This design comes from an exercise in tuning for small area, a short achievable clock period and few clock cycles per item on the open sky130 flow, not from production work. At most, simulation tests tie the RTL to the original design; equivalence was not proved.

Design bv2_ctr_xor, start of the top module:
module bv2_ctr_xor (
    input  wire         clk,
    input  wire         rst,           
    input  wire         in_valid,
    output wire         in_ready,
    input  wire         in_link,       
    input  wire [23:0]  in_major,      
    input  wire [5:0]   in_minor,      
    input  wire [31:0]  in_line,       
    input  wire [3:0]   in_casc_id,    
    input  wire [1:0]   in_port,       
    input  wire [47:0]  in_frame_ctr,  
    input  wire [15:0]  in_blk,        
    input  wire [255:0] in_key,        
    input  wire [127:0] in_data,       
    output wire         out_valid,
    input  wire         out_ready,
    output wire [127:0] out_data
);
    function [7:0] sbox;
        input [7:0] a;
        reg u0, u1, u2, u3, u4, u5, u6, u7;
        reg t1, t2, t3, t4, t5, t6, t7, t8, t9, t10, t11, t12, t13, t14;
        reg t15, t16, t17, t18, t19, t20, t21, t22, t23, t24, t25, t26, t27;
        reg m1, m2, m3, m4, m5, m6, m7, m8, m9, m10, m11, m12, m13, m14, m15;
        reg m16, m17, m18, m19, m20, m21, m22, m23, m24, m25, m26, m27, m28;
        reg m29, m30, m31, m32, m33, m34, m35, m36, m37, m38, m39, m40, m41;
        reg m42, m43, m44, m45, m46, m47, m48, m49, m50, m51, m52, m53, m54;
        reg m55, m56, m57, m58, m59, m60, m61, m62, m63;
        reg l0, l1, l2, l3, l4, l5, l6, l7, l8, l9, l10, l11, l12, l13, l14;
  ...
export LEC_CHECK = 0
export CAP_MARGIN = 20
export CORE_MARGIN = 2
export CORE_UTILIZATION = 40
export SETUP_SLACK_MARGIN = 3
export SLEW_MARGIN = 20
create_clock -name core_clock -period 10.0 [get_ports {clk}]
standard.sh (not shown) runs the stock make flow with config.mk's settings and CLKGATE_MAP_FILE= SYNTH_SCRIPT=/design/flow/synth_recipe.tcl, a recipe that flattens the netlist after the stock synthesis.
==> flow/flow/run.sh <==
#!/bin/bash
# Own flow: the standard layout (standard.sh) with two changes:
#  - synthesis runs flow/my_synth.tcl, the standard synthesis script except
#    that ABC maps with flow/area.abc (structural choices, then &nf);
#  - the port buffers are sky130_fd_sc_hd__buf_1 (every port still gets one).
set -euo pipefail
W=$PWD
export MY_ABC_SCRIPT=$W/flow/area.abc
sed -E "s#SYNTH_SCRIPT=[^ ]+#SYNTH_SCRIPT=$W/flow/my_synth.tcl#" standard.sh > my_standard.sh
grep -q "SYNTH_SCRIPT=$W/flow/my_synth.tcl" my_standard.sh
bash my_standard.sh "BUFFER_PORTS_ARGS=-buffer_cell sky130_fd_sc_hd__buf_1" finish > $W/flow_make.log 2>&1
==> flow/flow/area.abc <==
&get -n
&st
&dch
&nf
&put
==> flow/flow/my_synth.tcl <==
# The standard synthesis (synth_recipe.tcl), with one change: ABC maps the
# logic with the script named by MY_ABC_SCRIPT instead of ORFS's. Every other
# pass, and so every register's name and cell, is the standard synthesis's.
proc synth {args} { yosys synth -nofsm -noshare {*}$args }
proc abc {args} {
  set i [lsearch -exact $args -script]
  if { $i >= 0 } { lset args [expr { $i + 1 }] $::env(MY_ABC_SCRIPT) }
  yosys abc {*}$args
}
source $::env(SCRIPTS_DIR)/synth.tcl
# left out here: clear keep_hierarchy, flatten, clean up, hide names made inside functions, write 1_2_yosys.v
Testbench counts at the start, summed over its fixed seeds: cycles 7,688, items 512.
Edit:
--- a/flow/design.v
+++ b/flow/design.v
@@ -87,27 +87,29 @@
         begin
             for (c = 0; c < 4; c = c + 1)
                 for (r = 0; r < 4; r = r + 1)
                     sub_shift[127 - 8*(4*c + r) -: 8] =
                         sbox(s[127 - 8*(4*((c + r) % 4) + r) -: 8]);
         end
     endfunction
-    function [127:0] mix_delta;
+    function [127:0] mix_key;
         input [127:0] s;
+        input [127:0] k;
         integer c, r;
-        reg [7:0] t;
+        reg [7:0] a0, a1, a2, a3;
         begin
-            for (c = 0; c < 4; c = c + 1) begin
-                t = s[127 - 32*c -: 8] ^ s[119 - 32*c -: 8] ^
-                    s[111 - 32*c -: 8] ^ s[103 - 32*c -: 8];
-                for (r = 0; r < 4; r = r + 1)
-                    mix_delta[127 - 8*(4*c + r) -: 8] = t ^
-                        xtime(s[127 - 8*(4*c + r) -: 8] ^
-                              s[127 - 8*(4*c + (r + 1) % 4) -: 8]);
-            end
+            for (c = 0; c < 4; c = c + 1)
+                for (r = 0; r < 4; r = r + 1) begin
+                    a0 = s[127 - 8*(4*c + r) -: 8];
+                    a1 = s[127 - 8*(4*c + (r + 1) % 4) -: 8];
+                    a2 = s[127 - 8*(4*c + (r + 2) % 4) -: 8];
+                    a3 = s[127 - 8*(4*c + (r + 3) % 4) -: 8];
+                    mix_key[127 - 8*(4*c + r) -: 8] = xtime(a0 ^ a1) ^ (a1 ^ a2) ^
+                        (a3 ^ k[127 - 8*(4*c + r) -: 8]);
+                end
         end
     endfunction
     reg          run;       
     reg          ov;        
     reg  [3:0]   rnd;       
     reg  [127:0] st;        
     reg  [127:0] ka, kb;    
@@ -120,41 +122,43 @@
     reg [255:0] key_be;
     integer k;
     always @(*) begin
         for (k = 0; k < 32; k = k + 1)
             key_be[255 - 8*k -: 8] = in_key[8*k +: 8];
     end
     wire [127:0] ss        = sub_shift(st);
-    wire [127:0] round_out = ss ^ (mix_delta(ss) & {128{~last}}) ^ kb;
+    wire [127:0] round_mix = mix_key(ss, kb);    
+    wire [127:0] round_fin = ss ^ kb;              
     reg [7:0] rcon;
     always @(*) begin
         case (rnd[3:1])
             3'd0: rcon = 8'h01;
             3'd1: rcon = 8'h02;
             3'd2: rcon = 8'h04;
             3'd3: rcon = 8'h08;
             3'd4: rcon = 8'h10;
             3'd5: rcon = 8'h20;
             default: rcon = 8'h40;
         endcase
     end
-    wire [31:0] sw = {sbox(kb[31:24]), sbox(kb[23:16]), sbox(kb[15:8]), sbox(kb[7:0])};
-    wire [31:0] kt = rnd[0] ? ({sw[23:0], sw[31:24]} ^ {rcon, 24'h0}) : sw;
-    wire [31:0] p1 = ka[127:96] ^ ka[95:64];
-    wire [31:0] p2 = p1 ^ ka[63:32];
-    wire [31:0] p3 = p2 ^ ka[31:0];
-    wire [31:0] w0 = ka[127:96] ^ kt;
-    wire [31:0] w1 = p1 ^ kt;
-    wire [31:0] w2 = p2 ^ kt;
-    wire [31:0] w3 = p3 ^ kt;
-    wire [127:0] key_next = {w0, w1, w2, w3} ^ (in_data & {128{take}});
-    wire         sel_run  = run & ~load;
+    wire [31:0] kin = rnd[0] ? {kb[23:0], kb[31:24]} : kb[31:0];
+    wire [31:0] sw  = {sbox(kin[31:24]), sbox(kin[23:16]), sbox(kin[15:8]), sbox(kin[7:0])};
+    wire [31:0] rc  = {rcon & {8{rnd[0]}}, 24'h0};
+    wire [31:0] p0  = ka[127:96] ^ rc;
+    wire [31:0] p1  = p0 ^ ka[95:64];
+    wire [31:0] p2  = p1 ^ ka[63:32];
+    wire [31:0] p3  = p2 ^ ka[31:0];
+    wire [127:0] q  = {p0, p1, p2, p3} ^ (in_data & {128{take}});
+    wire [127:0] key_next = q ^ {sw, sw, sw, sw};
+    wire         sel_mix  = run & ~last & ~load;
+    wire         sel_fin  = run & last & ~load;
     wire         sel_hold = ~run & ~load;
     wire [127:0] st_next  = ({128{load}}     & (ctr_blk ^ key_be[255:128])) |
-                            ({128{sel_run}}  & round_out) |
+                            ({128{sel_mix}}  & round_mix) |
+                            ({128{sel_fin}}  & round_fin) |
                             ({128{sel_hold}} & st);
     always @(posedge clk) begin
         if (rst) begin
             run <= 1'b0;
             ov  <= 1'b0;
         end else begin
             if (load) begin
What happened: Synthesized area came out higher by a few percent; flip-flop and latch count is unchanged; sequential share of layout area shrinks by 0.67 points; worst setup slack degrades by 0.093 ns; register-to-register slack gets worse by 0.09 ns.
Only the layout flow was run in the second run of this note; the RTL was not checked for function there.

* * *

The RTL this note starts from:
==> flow/design.v <==
module bv2_ctr_xor (
    input  wire         clk,
    input  wire         rst,           
    input  wire         in_valid,
    output wire         in_ready,
    input  wire         in_link,       
    input  wire [23:0]  in_major,      
    input  wire [5:0]   in_minor,      
    input  wire [31:0]  in_line,       
    input  wire [3:0]   in_casc_id,    
    input  wire [1:0]   in_port,       
    input  wire [47:0]  in_frame_ctr,  
    input  wire [15:0]  in_blk,        
    input  wire [255:0] in_key,        
    input  wire [127:0] in_data,       
    output wire         out_valid,
    input  wire         out_ready,
    output wire [127:0] out_data
);
    function [7:0] sbox;
        input [7:0] a;
        reg u0, u1, u2, u3, u4, u5, u6, u7;
        reg t1, t2, t3, t4, t5, t6, t7, t8, t9, t10, t11, t12, t13, t14;
        reg t15, t16, t17, t18, t19, t20, t21, t22, t23, t24, t25, t26, t27;
        reg m1, m2, m3, m4, m5, m6, m7, m8, m9, m10, m11, m12, m13, m14, m15;
        reg m16, m17, m18, m19, m20, m21, m22, m23, m24, m25, m26, m27, m28;
        reg m29, m30, m31, m32, m33, m34, m35, m36, m37, m38, m39, m40, m41;
        reg m42, m43, m44, m45, m46, m47, m48, m49, m50, m51, m52, m53, m54;
        reg m55, m56, m57, m58, m59, m60, m61, m62, m63;
        reg l0, l1, l2, l3, l4, l5, l6, l7, l8, l9, l10, l11, l12, l13, l14;
        reg l15, l16, l17, l18, l19, l20, l21, l22, l23, l24, l25, l26, l27;
        reg l28, l29;
        begin
            u0 = a[7]; u1 = a[6]; u2 = a[5]; u3 = a[4];
            u4 = a[3]; u5 = a[2]; u6 = a[1]; u7 = a[0];
            t1 = u0 ^ u3;   t2 = u0 ^ u5;   t3 = u0 ^ u6;   t4 = u3 ^ u5;
            t5 = u4 ^ u6;   t6 = t1 ^ t5;   t7 = u1 ^ u2;   t8 = u7 ^ t6;
            t9 = u7 ^ t7;   t10 = t6 ^ t7;  t11 = u1 ^ u5;  t12 = u2 ^ u5;
            t13 = t3 ^ t4;  t14 = t6 ^ t11; t15 = t5 ^ t11; t16 = t5 ^ t12;
            t17 = t9 ^ t16; t18 = u3 ^ u7;  t19 = t7 ^ t18; t20 = t1 ^ t19;
            t21 = u6 ^ u7;  t22 = t7 ^ t21; t23 = t2 ^ t22; t24 = t2 ^ t10;
            t25 = t20 ^ t17; t26 = t3 ^ t16; t27 = t1 ^ t12;
            m1 = t13 & t6;   m2 = t23 & t8;   m3 = t14 ^ m1;   m4 = t19 & u7;
            m5 = m4 ^ m1;    m6 = t3 & t16;   m7 = t22 & t9;   m8 = t26 ^ m6;
            m9 = t20 & t17;  m10 = m9 ^ m6;   m11 = t1 & t15;  m12 = t4 & t27;
            m13 = m12 ^ m11; m14 = t2 & t10;  m15 = m14 ^ m11; m16 = m3 ^ m2;
            m17 = m5 ^ t24;  m18 = m8 ^ m7;   m19 = m10 ^ m15; m20 = m16 ^ m13;
            m21 = m17 ^ m15; m22 = m18 ^ m13; m23 = m19 ^ t25; m24 = m22 ^ m23;
            m25 = m22 & m20; m26 = m21 ^ m25; m27 = m20 ^ m21; m28 = m23 ^ m25;
            m29 = m28 & m27; m30 = m26 & m24; m31 = m20 & m23; m32 = m27 & m31;
            m33 = m27 ^ m25; m34 = m21 & m22; m35 = m24 & m34; m36 = m24 ^ m25;
            m37 = m21 ^ m29; m38 = m32 ^ m33; m39 = m23 ^ m30; m40 = m35 ^ m36;
            m41 = m38 ^ m40; m42 = m37 ^ m39; m43 = m37 ^ m38; m44 = m39 ^ m40;
            m45 = m42 ^ m41;
            m46 = m44 & t6;  m47 = m40 & t8;  m48 = m39 & u7;  m49 = m43 & t16;
            m50 = m38 & t9;  m51 = m37 & t17; m52 = m42 & t15; m53 = m45 & t27;
            m54 = m41 & t10; m55 = m44 & t13; m56 = m40 & t23; m57 = m39 & t19;
            m58 = m43 & t3;  m59 = m38 & t22; m60 = m37 & t20; m61 = m42 & t1;
            m62 = m45 & t4;  m63 = m41 & t2;
            l0 = m61 ^ m62;  l1 = m50 ^ m56;  l2 = m46 ^ m48;  l3 = m47 ^ m55;
            l4 = m54 ^ m58;  l5 = m49 ^ m61;  l6 = m62 ^ l5;   l7 = m46 ^ l3;
            l8 = m51 ^ m59;  l9 = m52 ^ m53;  l10 = m53 ^ l4;  l11 = m60 ^ l2;
            l12 = m48 ^ m51; l13 = m50 ^ l0;  l14 = m52 ^ m61; l15 = m55 ^ l1;
            l16 = m56 ^ l0;  l17 = m57 ^ l1;  l18 = m58 ^ l8;  l19 = m63 ^ l4;
            l20 = l0 ^ l1;   l21 = l1 ^ l7;   l22 = l3 ^ l12;  l23 = l18 ^ l2;
            l24 = l15 ^ l9;  l25 = l6 ^ l10;  l26 = l7 ^ l9;   l27 = l8 ^ l10;
            l28 = l11 ^ l14; l29 = l11 ^ l17;
            sbox[7] = l6 ^ l24;
            sbox[6] = ~(l16 ^ l26);
            sbox[5] = ~(l19 ^ l28);
            sbox[4] = l6 ^ l21;
            sbox[3] = l20 ^ l22;
            sbox[2] = l25 ^ l29;
            sbox[1] = ~(l13 ^ l27);
            sbox[0] = ~(l6 ^ l23);
        end
    endfunction
    function [7:0] xtime;
        input [7:0] a;
        begin
            xtime = {a[6:0], 1'b0} ^ (a[7] ? 8'h1b : 8'h00);
        end
    endfunction
    function [127:0] sub_shift;
        input [127:0] s;
        integer c, r;
        begin
            for (c = 0; c < 4; c = c + 1)
                for (r = 0; r < 4; r = r + 1)
                    sub_shift[127 - 8*(4*c + r) -: 8] =
                        sbox(s[127 - 8*(4*((c + r) % 4) + r) -: 8]);
        end
    endfunction
    function [127:0] mix_delta;
        input [127:0] s;
        integer c, r;
        reg [7:0] t;
        begin
            for (c = 0; c < 4; c = c + 1) begin
                t = s[127 - 32*c -: 8] ^ s[119 - 32*c -: 8] ^
                    s[111 - 32*c -: 8] ^ s[103 - 32*c -: 8];
                for (r = 0; r < 4; r = r + 1)
                    mix_delta[127 - 8*(4*c + r) -: 8] = t ^
                        xtime(s[127 - 8*(4*c + r) -: 8] ^
                              s[127 - 8*(4*c + (r + 1) % 4) -: 8]);
            end
        end
    endfunction
    reg          run;       
    reg          ov;        
    reg  [3:0]   rnd;       
    reg  [127:0] st;        
    reg  [127:0] ka, kb;    
    wire last  = (rnd == 4'd14);
    wire take  = run && last;                   
    wire load  = in_valid && !run && (!ov || out_ready);
    wire [127:0] ctr_blk = in_link
        ? {8'h01, in_casc_id, in_port, 2'b00, in_frame_ctr, 48'h0, in_blk}
        : {8'h00, in_major, in_minor, 56'h0, in_line, in_blk[1:0]};
    reg [255:0] key_be;
    integer k;
    always @(*) begin
        for (k = 0; k < 32; k = k + 1)
            key_be[255 - 8*k -: 8] = in_key[8*k +: 8];
    end
    wire [127:0] ss        = sub_shift(st);
    wire [127:0] round_out = ss ^ kb ^ (last ? in_data : mix_delta(ss));
    reg [7:0] rcon;
    always @(*) begin
        case (rnd[3:1])
            3'd0: rcon = 8'h01;
            3'd1: rcon = 8'h02;
            3'd2: rcon = 8'h04;
            3'd3: rcon = 8'h08;
            3'd4: rcon = 8'h10;
            3'd5: rcon = 8'h20;
            default: rcon = 8'h40;
        endcase
    end
    wire [31:0] kin = rnd[0] ? {kb[23:0], kb[31:24]} : kb[31:0];
    wire [31:0] sw  = {sbox(kin[31:24]), sbox(kin[23:16]), sbox(kin[15:8]), sbox(kin[7:0])};
    wire [31:0] p0  = ka[127:96] ^ {rcon & {8{rnd[0]}}, 24'h0};
    wire [31:0] p1  = p0 ^ ka[95:64];
    wire [31:0] p2  = p1 ^ ka[63:32];
    wire [31:0] p3  = p2 ^ ka[31:0];
    wire [127:0] key_next = {p0 ^ sw, p1 ^ sw, p2 ^ sw, p3 ^ sw};
    wire         sel_run  = run & ~load;
    wire         sel_hold = ~run & ~load;
    wire [127:0] st_next  = ({128{load}}     & (ctr_blk ^ key_be[255:128])) |
                            ({128{sel_run}}  & round_out) |
                            ({128{sel_hold}} & st);
    always @(posedge clk) begin
        if (rst) begin
            run <= 1'b0;
            ov  <= 1'b0;
        end else begin
            if (load) begin
                run <= 1'b1;
                ov  <= 1'b0;
            end else if (run && last) begin
                run <= 1'b0;
                ov  <= 1'b1;
            end else if (out_ready) begin
                ov  <= 1'b0;
            end
        end
        st <= st_next;
        if (load) begin
            rnd <= 4'd1;
            ka  <= key_be[255:128];
            kb  <= key_be[127:0];
        end else begin
            rnd <= rnd + 4'd1;
            ka <= kb;
            kb <= key_next;
        end
    end
    assign in_ready  = take;
    assign out_valid = ov;
    assign out_data  = st;
endmodule
export LEC_CHECK = 0
export CAP_MARGIN = 20
export CORE_MARGIN = 2
export CORE_UTILIZATION = 40
export SETUP_SLACK_MARGIN = 3.5
export SLEW_MARGIN = 20
create_clock -name core_clock -period 10.0 [get_ports {clk}]
==> flow/flow/run.sh <==
#!/bin/bash
# Own flow: the standard layout (standard.sh) with two changes:
#  - synthesis runs flow/my_synth.tcl, the standard synthesis script except
#    that ABC maps with flow/area.abc (structural choices, then &nf) and
#    without the 3-input XOR cells, which are larger and slower than two
#    2-input ones;
#  - the port buffers are sky130_fd_sc_hd__buf_1 (every port still gets one).
set -euo pipefail
W=$PWD
export MY_ABC_SCRIPT=$W/flow/area.abc
export MY_ABC_DONT_USE="sky130_fd_sc_hd__xor3_1 sky130_fd_sc_hd__xor3_2 sky130_fd_sc_hd__xor3_4 sky130_fd_sc_hd__xnor3_1 sky130_fd_sc_hd__xnor3_2 sky130_fd_sc_hd__xnor3_4"
sed -E "s#SYNTH_SCRIPT=[^ ]+#SYNTH_SCRIPT=$W/flow/my_synth.tcl#" standard.sh > my_standard.sh
grep -q "SYNTH_SCRIPT=$W/flow/my_synth.tcl" my_standard.sh
bash my_standard.sh "BUFFER_PORTS_ARGS=-buffer_cell sky130_fd_sc_hd__buf_1" finish > $W/flow_make.log 2>&1
==> flow/flow/my_synth.tcl <==
# The standard synthesis (synth_recipe.tcl), with one change: ABC maps the
# logic with the script named by MY_ABC_SCRIPT instead of ORFS's, and without
# the cells listed in MY_ABC_DONT_USE. Every other pass, and so every
# register's name and cell, is the standard synthesis's.
proc synth {args} { yosys synth -nofsm -noshare {*}$args }
proc abc {args} {
  set i [lsearch -exact $args -script]
  if { $i >= 0 } { lset args [expr { $i + 1 }] $::env(MY_ABC_SCRIPT) }
  foreach cell $::env(MY_ABC_DONT_USE) { lappend args -dont_use $cell }
  yosys abc {*}$args
}
source $::env(SCRIPTS_DIR)/synth.tcl
# left out here: clear keep_hierarchy, flatten, clean up, hide names made inside functions, write 1_2_yosys.v
Scripts as last shown in full above: flow/flow/area.abc
Edit:
--- a/flow/design.v
+++ b/flow/design.v
@@ -136,15 +136,18 @@
             3'd5: rcon = 8'h20;
             default: rcon = 8'h40;
         endcase
     end
-    wire [31:0] kin = rnd[0] ? {kb[23:0], kb[31:24]} : kb[31:0];
-    wire [31:0] sw  = {sbox(kin[31:24]), sbox(kin[23:16]), sbox(kin[15:8]), sbox(kin[7:0])};
-    wire [31:0] p0  = ka[127:96] ^ {rcon & {8{rnd[0]}}, 24'h0};
-    wire [31:0] p1  = p0 ^ ka[95:64];
-    wire [31:0] p2  = p1 ^ ka[63:32];
-    wire [31:0] p3  = p2 ^ ka[31:0];
-    wire [127:0] key_next = {p0 ^ sw, p1 ^ sw, p2 ^ sw, p3 ^ sw};
+    wire [31:0] sw = {sbox(kb[31:24]), sbox(kb[23:16]), sbox(kb[15:8]), sbox(kb[7:0])};
+    wire [31:0] kt = rnd[0] ? ({sw[23:0], sw[31:24]} ^ {rcon, 24'h0}) : sw;
+    wire [31:0] p1 = ka[127:96] ^ ka[95:64];
+    wire [31:0] p2 = p1 ^ ka[63:32];
+    wire [31:0] p3 = p2 ^ ka[31:0];
+    wire [31:0] w0 = ka[127:96] ^ kt;
+    wire [31:0] w1 = p1 ^ kt;
+    wire [31:0] w2 = p2 ^ kt;
+    wire [31:0] w3 = p3 ^ kt;
+    wire [127:0] key_next = {w0, w1, w2, w3};
     wire         sel_run  = run & ~load;
     wire         sel_hold = ~run & ~load;
     wire [127:0] st_next  = ({128{load}}     & (ctr_blk ^ key_be[255:128])) |
                             ({128{sel_run}}  & round_out) |
Result: First-iteration DRC count went up by a little under a tenth; area after synthesis went down slightly; count of clock-buffer cells in the layout went up by 2; global-route usage went down by 1.2 points; cell count went down slightly; worst setup slack gains 56 ps; maximum frequency went up slightly; routed wire length went down by a few percent; flip-flop and latch count stays the same; via count went down slightly; register-to-register slack gains 60 ps; non-clock buffer count went down by 64; sequential share of layout area went up by 0.33 points.
Testbench counts after the change, summed over its fixed seeds: cycles 7,688, items 512.
For the first run of this note, only the layout was checked, not whether the RTL still works.

-- port drivers added, routing unchanged --
In the flow no input, the clock included, has a driving cell. The finished layouts below were timed again as built, in two steps. Step 1: set_driving_cell puts a clkbuf_16 on clk and a buf_2 on each other input, an assumption about the parent block. Step 2 also shifts input and output timing later by t, the mid clock arrival at the registers, as if the neighbouring blocks saw the same clock. a / b / c = ideal ports / drivers / drivers and shift; a / b = the first two.
run | t, ns | setup WS [ns] | worst data-port slew with drivers (ns)
the first run of note 1 | 0.730 | 3.232 / 3.232 / 3.232 | 0.12
the second run of note 1 | 0.716 | 3.139 / 3.139 / 3.139 | 0.18
the first run of note 2 | 0.709 | 3.594 / 3.594 / 3.594 | 0.12
the second run of note 2 | 0.717 | 3.650 / 3.650 / 3.650 | 0.12
After both steps every run listed still meets setup and hold.
